This design comes from an exercise in tuning for small area, a short achievable clock period and few clock cycles per item on the open sky130 flow, not from production work.
Function was checked by simulation only, so behaviour that the tests miss may differ from the original.

==> build 55 <==
==> flow/design.v <==
module comp_merge (
    input  wire         clk,
    input  wire         rst,            
    input  wire [23:0]  cfg_order,      
    input  wire [3:0]   cfg_spr_pos,    
    input  wire [63:0]  cfg_alpha,      
    input  wire [35:0]  cfg_bg,         
    input  wire         in_valid,
    output wire         in_ready,
    input  wire [8:0]   in_vis,         
    input  wire [17:0]  in_prio,        
    input  wire [71:0]  in_alpha,       
    input  wire [323:0] in_col,         
    output reg          out_valid,
    output wire [35:0]  out_col
);
    integer i, j, k;
    reg [2:0] slot_d [0:7];
    always @(*) begin
        for (i = 0; i < 8; i = i + 1) begin
            slot_d[i] = 3'd0;
            for (k = 0; k < 8; k = k + 1)
                slot_d[i] = slot_d[i] | ({3{cfg_order[3*k +: 3] == i[2:0]}} & k[2:0]);
        end
    end
    reg [2:0]  slot_q [0:7];
    reg [3:0]  spr_q;
    reg [63:0] palpha_q;
    always @(posedge clk) begin
        for (i = 0; i < 8; i = i + 1)
            slot_q[i] <= slot_d[i];
        spr_q    <= cfg_spr_pos;
        palpha_q <= cfg_alpha;
    end
    reg [8:0] below [0:8];
    reg [2:0] sa, sb;
    always @(*) begin
        for (i = 0; i < 9; i = i + 1)
            below[i] = 9'd0;
        for (i = 0; i < 8; i = i + 1) begin
            for (j = i + 1; j < 8; j = j + 1) begin
                sa = slot_q[i];
                sb = slot_q[j];
                below[i][j] = (~sa[2] & sb[2]) |
                              (~(sa[2] ^ sb[2]) & ((~sa[1] & sb[1]) |
                                                   (~(sa[1] ^ sb[1]) & ~sa[0] & sb[0])));
            end
            sa = slot_q[i];
            below[i][8] = spr_q[3] |
                          (~sa[2] & spr_q[2]) |
                          (~(sa[2] ^ spr_q[2]) & ((~sa[1] & spr_q[1]) |
                                                  (~(sa[1] ^ spr_q[1]) & ~sa[0] & spr_q[0])));
        end
    end
    reg         t_valid;                
    reg         s_valid, s_first, ready;
    reg [8:0]   s_vis;
    reg [17:0]  s_prio;
    reg [71:0]  s_alpha;
    reg [323:0] s_col;
    reg [8:0]   pend;
    assign in_ready = ready;
    wire [7:0] pa [0:8];                
    genvar g;
    generate
        for (g = 0; g < 8; g = g + 1) begin : g_pa
            assign pa[g] = palpha_q[8*g +: 8];
        end
    endgenerate
    assign pa[8] = 8'd255;
    reg [8:0] lt [0:8];
    reg [8:0] opq, skip;
    reg       pi1, pi0, pj1, pj0;
    always @(*) begin
        for (i = 0; i < 9; i = i + 1) begin
            opq[i]  = s_vis[i] & (&s_alpha[8*i +: 8]) & (&pa[i]);
            skip[i] = ~(|s_alpha[8*i +: 8]) | ~(|pa[i]);
            lt[i][i] = 1'b0;
        end
        for (i = 0; i < 9; i = i + 1)
            for (j = i + 1; j < 9; j = j + 1) begin
                pi1 = s_prio[2*i+1];  pi0 = s_prio[2*i];
                pj1 = s_prio[2*j+1];  pj0 = s_prio[2*j];
                lt[i][j] = (~pi1 & pj1) | (~(pi1 ^ pj1) & ~pi0 & pj0) |
                           (~(pi1 ^ pj1) & ~(pi0 ^ pj0) & below[i][j]);
                lt[j][i] = ~lt[i][j];
            end
    end
    reg [8:0] top, active;
    reg       above;
    always @(*) begin
        for (i = 0; i < 9; i = i + 1) begin
            above = 1'b1;               
            for (j = 0; j < 9; j = j + 1)
                if (j != i && opq[j] && !lt[j][i]) above = 1'b0;
            top[i]    = opq[i] & above;
            active[i] = s_vis[i] & ~skip[i] & ~opq[i] & above;
        end
    end
    wire [8:0] pend_eff = s_first ? active : pend;
    reg  [8:0] sel;
    always @(*) begin
        for (i = 0; i < 9; i = i + 1) begin
            sel[i] = pend_eff[i];
            for (j = 0; j < 9; j = j + 1)
                if (j != i && pend_eff[j] && !lt[i][j]) sel[i] = 1'b0;
        end
    end
    wire last = ((pend_eff & (pend_eff - 9'd1)) == 9'd0);
    reg [35:0] d0_top, p_col;
    reg [7:0]  p_alpha, p_pa;
    always @(*) begin
        d0_top  = 36'd0;
        p_col   = 36'd0;
        p_alpha = 8'd0;
        p_pa    = 8'd0;
        for (i = 0; i < 9; i = i + 1) begin
            d0_top  = d0_top  | ({36{top[i]}} & s_col[36*i +: 36]);
            p_col   = p_col   | ({36{sel[i]}} & s_col[36*i +: 36]);
            p_alpha = p_alpha | ({8{sel[i]}}  & s_alpha[8*i +: 8]);
            p_pa    = p_pa    | ({8{sel[i]}}  & pa[i]);
        end
    end
    wire [35:0] d0 = (|top) ? d0_top : cfg_bg;
    wire [15:0] av  = p_alpha * p_pa + 16'd127;
    wire [16:0] aw  = av + {8'd0, av[15:8]} + 17'd1;
    wire [7:0]  a1  = aw[15:8];
    integer   ii, jj;
    reg [8:0] ilt [0:8];                
    reg [8:0] iopq, ix, iabove, ixabove;
    reg       qi1, qi0, qj1, qj0;
    always @(*) begin
        for (ii = 0; ii < 9; ii = ii + 1) begin
            iopq[ii] = in_vis[ii] & (&in_alpha[8*ii +: 8]) & (&pa[ii]);
            ix[ii]   = in_vis[ii] & (|in_alpha[8*ii +: 8]) & (|pa[ii]) & ~iopq[ii];
            ilt[ii][ii] = 1'b0;
        end
        for (ii = 0; ii < 9; ii = ii + 1)
            for (jj = ii + 1; jj < 9; jj = jj + 1) begin
                qi1 = in_prio[2*ii+1];  qi0 = in_prio[2*ii];
                qj1 = in_prio[2*jj+1];  qj0 = in_prio[2*jj];
                ilt[ii][jj] = (~qi1 & qj1) | (~(qi1 ^ qj1) & ~qi0 & qj0) |
                              (~(qi1 ^ qj1) & ~(qi0 ^ qj0) & below[ii][jj]);
                ilt[jj][ii] = ~ilt[ii][jj];
            end
        for (ii = 0; ii < 9; ii = ii + 1) begin
            iabove[ii]  = 1'b1;         
            ixabove[ii] = 1'b0;         
            for (jj = 0; jj < 9; jj = jj + 1)
                if (jj != ii) begin
                    iabove[ii]  = iabove[ii]  & (~iopq[jj] | ilt[jj][ii]);
                    ixabove[ii] = ixabove[ii] | (ix[jj] & ilt[ii][jj]);
                end
        end
    end
    wire in_flight = s_valid | t_valid;
    wire in_one    = in_flight & ~(|(ix & iabove & ixabove));
    wire [8:0] pend_next = pend_eff & ~sel;
    wire       one_left  = ((pend_next & (pend_next - 9'd1)) == 9'd0);
    always @(posedge clk) begin
        if (rst) begin
            s_valid <= 1'b0;
            ready   <= 1'b1;
        end else if (ready) begin
            s_valid <= in_valid;
            ready   <= ~in_valid | in_one;
        end else begin
            s_valid <= ~last;
            ready   <= last | one_left;
        end
        if (ready) begin
            s_first <= 1'b1;
            s_vis <= in_vis; s_prio <= in_prio; s_alpha <= in_alpha; s_col <= in_col;
        end else begin
            s_first <= 1'b0;
            pend    <= pend_next;
        end
    end
    reg        t_start, t_last;
    reg [7:0]  t_a;
    reg [35:0] t_col, t_d0;
    always @(posedge clk) begin
        if (rst) t_valid <= 1'b0;
        else     t_valid <= s_valid;
        t_start <= s_first;
        t_last  <= last;
        t_a     <= a1;
        t_col   <= p_col;
        t_d0    <= d0;
    end
    reg  [35:0] dst;
    wire [35:0] d_in = t_start ? t_d0 : dst;
    wire [35:0] d_new;
    generate
        for (g = 0; g < 3; g = g + 1) begin : g_ch
            wire [11:0] c  = t_col[12*g +: 12];
            wire [11:0] d  = d_in[12*g +: 12];
            wire [12:0] e  = {1'b0, c} - {1'b0, d};           
            wire [20:0] u  = t_a * e[11:0] - {1'b0, t_a & {8{e[12]}}, 12'd0} + 21'd1044607;
            wire [29:0] s  = {u, 8'd0} + u + u[20:8] + 30'd256 + {d, 16'd0};
            assign d_new[12*g +: 12] = s[27:16];
        end
    endgenerate
    always @(posedge clk) begin
        if (rst) out_valid <= 1'b0;
        else     out_valid <= t_valid & t_last;
        dst <= d_new;                   
    end
    assign out_col = dst;
endmodule
==> flow/flow/run.sh <==
#!/bin/bash
# The standard layout (the standard.sh: ORFS synthesis to finish, unchanged
# SDC), with optimisation settings passed to ORFS:
#  - SETUP_SLACK_MARGIN: repair_timing aims for this much setup slack against
#    the design's clock, so the critical paths get sized and buffered;
#  - BUFFER_PORTS_ARGS: every input and output port still gets its own buffer,
#    a buf_1 instead of the default cell;
#  - CTS_ARGS: larger sink clusters and no dummy loads in the clock tree.
# All tool output goes to flow_make.log in this folder (ORFS's per-step logs
# stay under orfs/logs).
set -euo pipefail
bash standard.sh \
    SETUP_SLACK_MARGIN=38.8 \
    "BUFFER_PORTS_ARGS=-buffer_cell sky130_fd_sc_hd__buf_1" \
    "CTS_ARGS=-sink_clustering_enable -repair_clock_nets -dont_use_dummy_load -sink_clustering_size 26 -sink_clustering_max_diameter 70" \
    finish > flow_make.log 2>&1
==> flow/standard.sh <==
#!/bin/bash
# synth_recipe.tcl (not shown) runs the flow's synth.tcl, then flattens the netlist and writes it again
# the make line also repeats each setting of config.mk as NAME=value (left out here)
make -C /OpenROAD-flow-scripts/flow DESIGN_CONFIG=/design/flow/config.mk WORK_HOME=/design/flow/orfs CLKGATE_MAP_FILE= SYNTH_SCRIPT=/design/flow/synth_recipe.tcl "${@:-finish}"
==> flow/config.mk <==
export PLATFORM = sky130hd
export DESIGN_NAME = comp_merge
export DESIGN_NICKNAME = comp_merge
export VERILOG_FILES = /design/flow/design.v
export SDC_FILE = /design/flow/constraint.sdc
export NUM_CORES = 4
export LEC_CHECK = 0
export CAP_MARGIN = 20
export CORE_MARGIN = 2
export CORE_UTILIZATION = 60
export SLEW_MARGIN = 20
==> flow/constraint.sdc <==
create_clock -name core_clock -period 50.0 [get_ports {clk}]
set_input_delay 10.0000 -clock core_clock [delete_from_list [all_inputs] [get_ports {clk}]]
set_output_delay 10.0000 -clock core_clock [all_outputs]
set_load 0.01 [all_outputs]
==> inputs of trial 4, as changes to build 55 <==
==> flow/design.v, changed modules only <==
module comp_merge (
    input  wire         clk,
    input  wire         rst,            
    input  wire [23:0]  cfg_order,      
    input  wire [3:0]   cfg_spr_pos,    
    input  wire [63:0]  cfg_alpha,      
    input  wire [35:0]  cfg_bg,         
    input  wire         in_valid,
    output wire         in_ready,
    input  wire [8:0]   in_vis,         
    input  wire [17:0]  in_prio,        
    input  wire [71:0]  in_alpha,       
    input  wire [323:0] in_col,         
    output reg          out_valid,
    output wire [35:0]  out_col
);
    integer i, j, k;
    reg [2:0] slot_d [0:7];
    always @(*) begin
        for (i = 0; i < 8; i = i + 1) begin
            slot_d[i] = 3'd0;
            for (k = 0; k < 8; k = k + 1)
                slot_d[i] = slot_d[i] | ({3{cfg_order[3*k +: 3] == i[2:0]}} & k[2:0]);
        end
    end
    reg [2:0]  slot_q [0:7];
    reg [3:0]  spr_q;
    reg [63:0] palpha_q;
    always @(posedge clk) begin
        for (i = 0; i < 8; i = i + 1)
            slot_q[i] <= slot_d[i];
        spr_q    <= cfg_spr_pos;
        palpha_q <= cfg_alpha;
    end
    reg [8:0] below [0:8];
    reg [2:0] sa, sb;
    always @(*) begin
        for (i = 0; i < 9; i = i + 1)
            below[i] = 9'd0;
        for (i = 0; i < 8; i = i + 1) begin
            for (j = i + 1; j < 8; j = j + 1) begin
                sa = slot_q[i];
                sb = slot_q[j];
                below[i][j] = (~sa[2] & sb[2]) |
                              (~(sa[2] ^ sb[2]) & ((~sa[1] & sb[1]) |
                                                   (~(sa[1] ^ sb[1]) & ~sa[0] & sb[0])));
            end
            sa = slot_q[i];
            below[i][8] = spr_q[3] |
                          (~sa[2] & spr_q[2]) |
                          (~(sa[2] ^ spr_q[2]) & ((~sa[1] & spr_q[1]) |
                                                  (~(sa[1] ^ spr_q[1]) & ~sa[0] & spr_q[0])));
        end
    end
    reg         s_valid, s_first, k_valid;
    reg [8:0]   s_vis,   k_vis;
    reg [17:0]  s_prio,  k_prio;
    reg [71:0]  s_alpha, k_alpha;
    reg [323:0] s_col,   k_col;
    reg [8:0]   pend;
    assign in_ready = ~k_valid;
    wire acc = in_valid & ~k_valid;
    wire [7:0] pa [0:8];                
    genvar g;
    generate
        for (g = 0; g < 8; g = g + 1) begin : g_pa
            assign pa[g] = palpha_q[8*g +: 8];
        end
    endgenerate
    assign pa[8] = 8'd255;
    reg [8:0] lt [0:8];
    reg [8:0] opq, skip;
    reg       pi1, pi0, pj1, pj0;
    always @(*) begin
        for (i = 0; i < 9; i = i + 1) begin
            opq[i]  = s_vis[i] & (&s_alpha[8*i +: 8]) & (&pa[i]);
            skip[i] = ~(|s_alpha[8*i +: 8]) | ~(|pa[i]);
            lt[i][i] = 1'b0;
        end
        for (i = 0; i < 9; i = i + 1)
            for (j = i + 1; j < 9; j = j + 1) begin
                pi1 = s_prio[2*i+1];  pi0 = s_prio[2*i];
                pj1 = s_prio[2*j+1];  pj0 = s_prio[2*j];
                lt[i][j] = (~pi1 & pj1) | (~(pi1 ^ pj1) & ~pi0 & pj0) |
                           (~(pi1 ^ pj1) & ~(pi0 ^ pj0) & below[i][j]);
                lt[j][i] = ~lt[i][j];
            end
    end
    reg [8:0] top, active;
    reg       above;
    always @(*) begin
        for (i = 0; i < 9; i = i + 1) begin
            above = 1'b1;               
            for (j = 0; j < 9; j = j + 1)
                if (j != i && opq[j] && !lt[j][i]) above = 1'b0;
            top[i]    = opq[i] & above;
            active[i] = s_vis[i] & ~skip[i] & ~opq[i] & above;
        end
    end
    wire [8:0] pend_eff = s_first ? active : pend;
    reg  [8:0] sel;
    always @(*) begin
        for (i = 0; i < 9; i = i + 1) begin
            sel[i] = pend_eff[i];
            for (j = 0; j < 9; j = j + 1)
                if (j != i && pend_eff[j] && !lt[i][j]) sel[i] = 1'b0;
        end
    end
    wire last = ((pend_eff & (pend_eff - 9'd1)) == 9'd0);
    reg [35:0] d0_top, p_col;
    reg [7:0]  p_alpha, p_pa;
    always @(*) begin
        d0_top  = 36'd0;
        p_col   = 36'd0;
        p_alpha = 8'd0;
        p_pa    = 8'd0;
        for (i = 0; i < 9; i = i + 1) begin
            d0_top  = d0_top  | ({36{top[i]}} & s_col[36*i +: 36]);
            p_col   = p_col   | ({36{sel[i]}} & s_col[36*i +: 36]);
            p_alpha = p_alpha | ({8{sel[i]}}  & s_alpha[8*i +: 8]);
            p_pa    = p_pa    | ({8{sel[i]}}  & pa[i]);
        end
    end
    wire [35:0] d0 = (|top) ? d0_top : cfg_bg;
    wire [15:0] av  = p_alpha * p_pa + 16'd127;
    wire [16:0] aw  = av + {8'd0, av[15:8]} + 17'd1;
    wire [7:0]  a1  = aw[15:8];
    wire s_done = s_valid & last;
    wire s_free = ~s_valid | last;
    always @(posedge clk) begin
        if (rst) begin
            s_valid <= 1'b0;
            k_valid <= 1'b0;
        end else begin
            if (s_free) begin
                s_valid <= k_valid | acc;
                k_valid <= 1'b0;
            end else if (acc) begin
                k_valid <= 1'b1;
            end
        end
        if (s_free) begin
            s_first <= 1'b1;
            if (k_valid) begin
                s_vis <= k_vis;  s_prio <= k_prio;  s_alpha <= k_alpha;  s_col <= k_col;
            end else begin
                s_vis <= in_vis; s_prio <= in_prio; s_alpha <= in_alpha; s_col <= in_col;
            end
        end else begin
            s_first <= 1'b0;
            pend    <= pend_eff & ~sel;
        end
        if (!k_valid) begin
            k_vis <= in_vis; k_prio <= in_prio; k_alpha <= in_alpha; k_col <= in_col;
        end
    end
    reg        t_valid, t_start, t_last;
    reg [7:0]  t_a;
    reg [35:0] t_col, t_d0;
    always @(posedge clk) begin
        if (rst) t_valid <= 1'b0;
        else     t_valid <= s_valid;
        t_start <= s_first;
        t_last  <= last;
        t_a     <= a1;
        t_col   <= p_col;
        t_d0    <= d0;
    end
    reg  [35:0] dst;
    wire [35:0] d_in = t_start ? t_d0 : dst;
    wire [35:0] d_new;
    generate
        for (g = 0; g < 3; g = g + 1) begin : g_ch
            wire [11:0] c  = t_col[12*g +: 12];
            wire [11:0] d  = d_in[12*g +: 12];
            wire [12:0] e  = {1'b0, c} - {1'b0, d};           
            wire [20:0] u  = t_a * e[11:0] - {1'b0, t_a & {8{e[12]}}, 12'd0} + 21'd1044607;
            wire [29:0] s  = {u, 8'd0} + u + u[20:8] + 30'd256 + {d, 16'd0};
            assign d_new[12*g +: 12] = s[27:16];
        end
    endgenerate
    always @(posedge clk) begin
        if (rst) out_valid <= 1'b0;
        else     out_valid <= t_valid & t_last;
        dst <= d_new;                   
    end
    assign out_col = dst;
endmodule
--- a/flow/flow/run.sh
+++ b/flow/flow/run.sh
@@ -10,7 +10,7 @@
 # stay under orfs/logs).
 set -euo pipefail
 bash standard.sh \
-    SETUP_SLACK_MARGIN=38.8 \
+    SETUP_SLACK_MARGIN=38.5 \
     "BUFFER_PORTS_ARGS=-buffer_cell sky130_fd_sc_hd__buf_1" \
     "CTS_ARGS=-sink_clustering_enable -repair_clock_nets -dont_use_dummy_load -sink_clustering_size 26 -sink_clustering_max_diameter 70" \
     finish > flow_make.log 2>&1
Settings changed: CORE_UTILIZATION 60 to 55.
==> impl_results.md <==
- Wire length on met2: approximately 84 mm
- Outcome: timing/DRC/antenna clean
- Die area: approximately 0.11 mm^2
- Clk pin slew, worst setup/hold paths: roughly 0.080 ns
- # clock sinks: between 1000 and 1500
- Row count: 121
- Die H: 336 um
- Number of synthesized register bits: approximately 1100
- Initial antenna violation count: a little over 80
- Cell count after synthesis: 5242
- Vias per cell: ~6.2
- Ant. Diodes: 31
[end of results for trial 4]
==> impl_results.md <==
- Outcome: timing/DRC/antenna clean
- Number of synthesized register bits: 647
- Cell count after synthesis: 4696
- Initial antenna violation count: 36
- Vias per cell: approximately 6.7
- Clk pin slew, worst setup/hold paths: approximately 0.1 ns
- # clock sinks: around 650
- Die area: about 0.085 mm^2
- CP Max Fanout: 4
- Die H: between 200 and 300 um
[end of results for build 55]
Testbench counts of build 55, summed over its fixed seeds: cycles 34,842, pixels 20,480.
Testbench counts of trial 4, summed over its fixed seeds: cycles 34,632, pixels 20,480.

what the ideal ports hide:
Ports are ideal in the flow. The routed layouts listed here were re-timed in OpenROAD. Step 1: set_driving_cell puts a clkbuf_16 on clk and a buf_2 on each other input, an assumption about the parent block. Step 2 times the ports against the registers' clock, not the clock port: input delays grow and output delays shrink by t, the midpoint of the rising clock arrivals with the driver on. Three values: ideal, step 1, step 2; two values: the first two.
run | t (ns) | setup WS [ns] | cell pins on the clock port's net
build 55 | 0.650 | 38.143 / 38.169 / 37.519 | 1
trial 4 | 0.710 | 38.542 / 38.462 / 38.714 | 1
After both steps setup and hold are still met in every run listed. The setup slack of build 55, which loses most, moves by +0.026 ns with the drivers and by -0.624 ns with both steps.
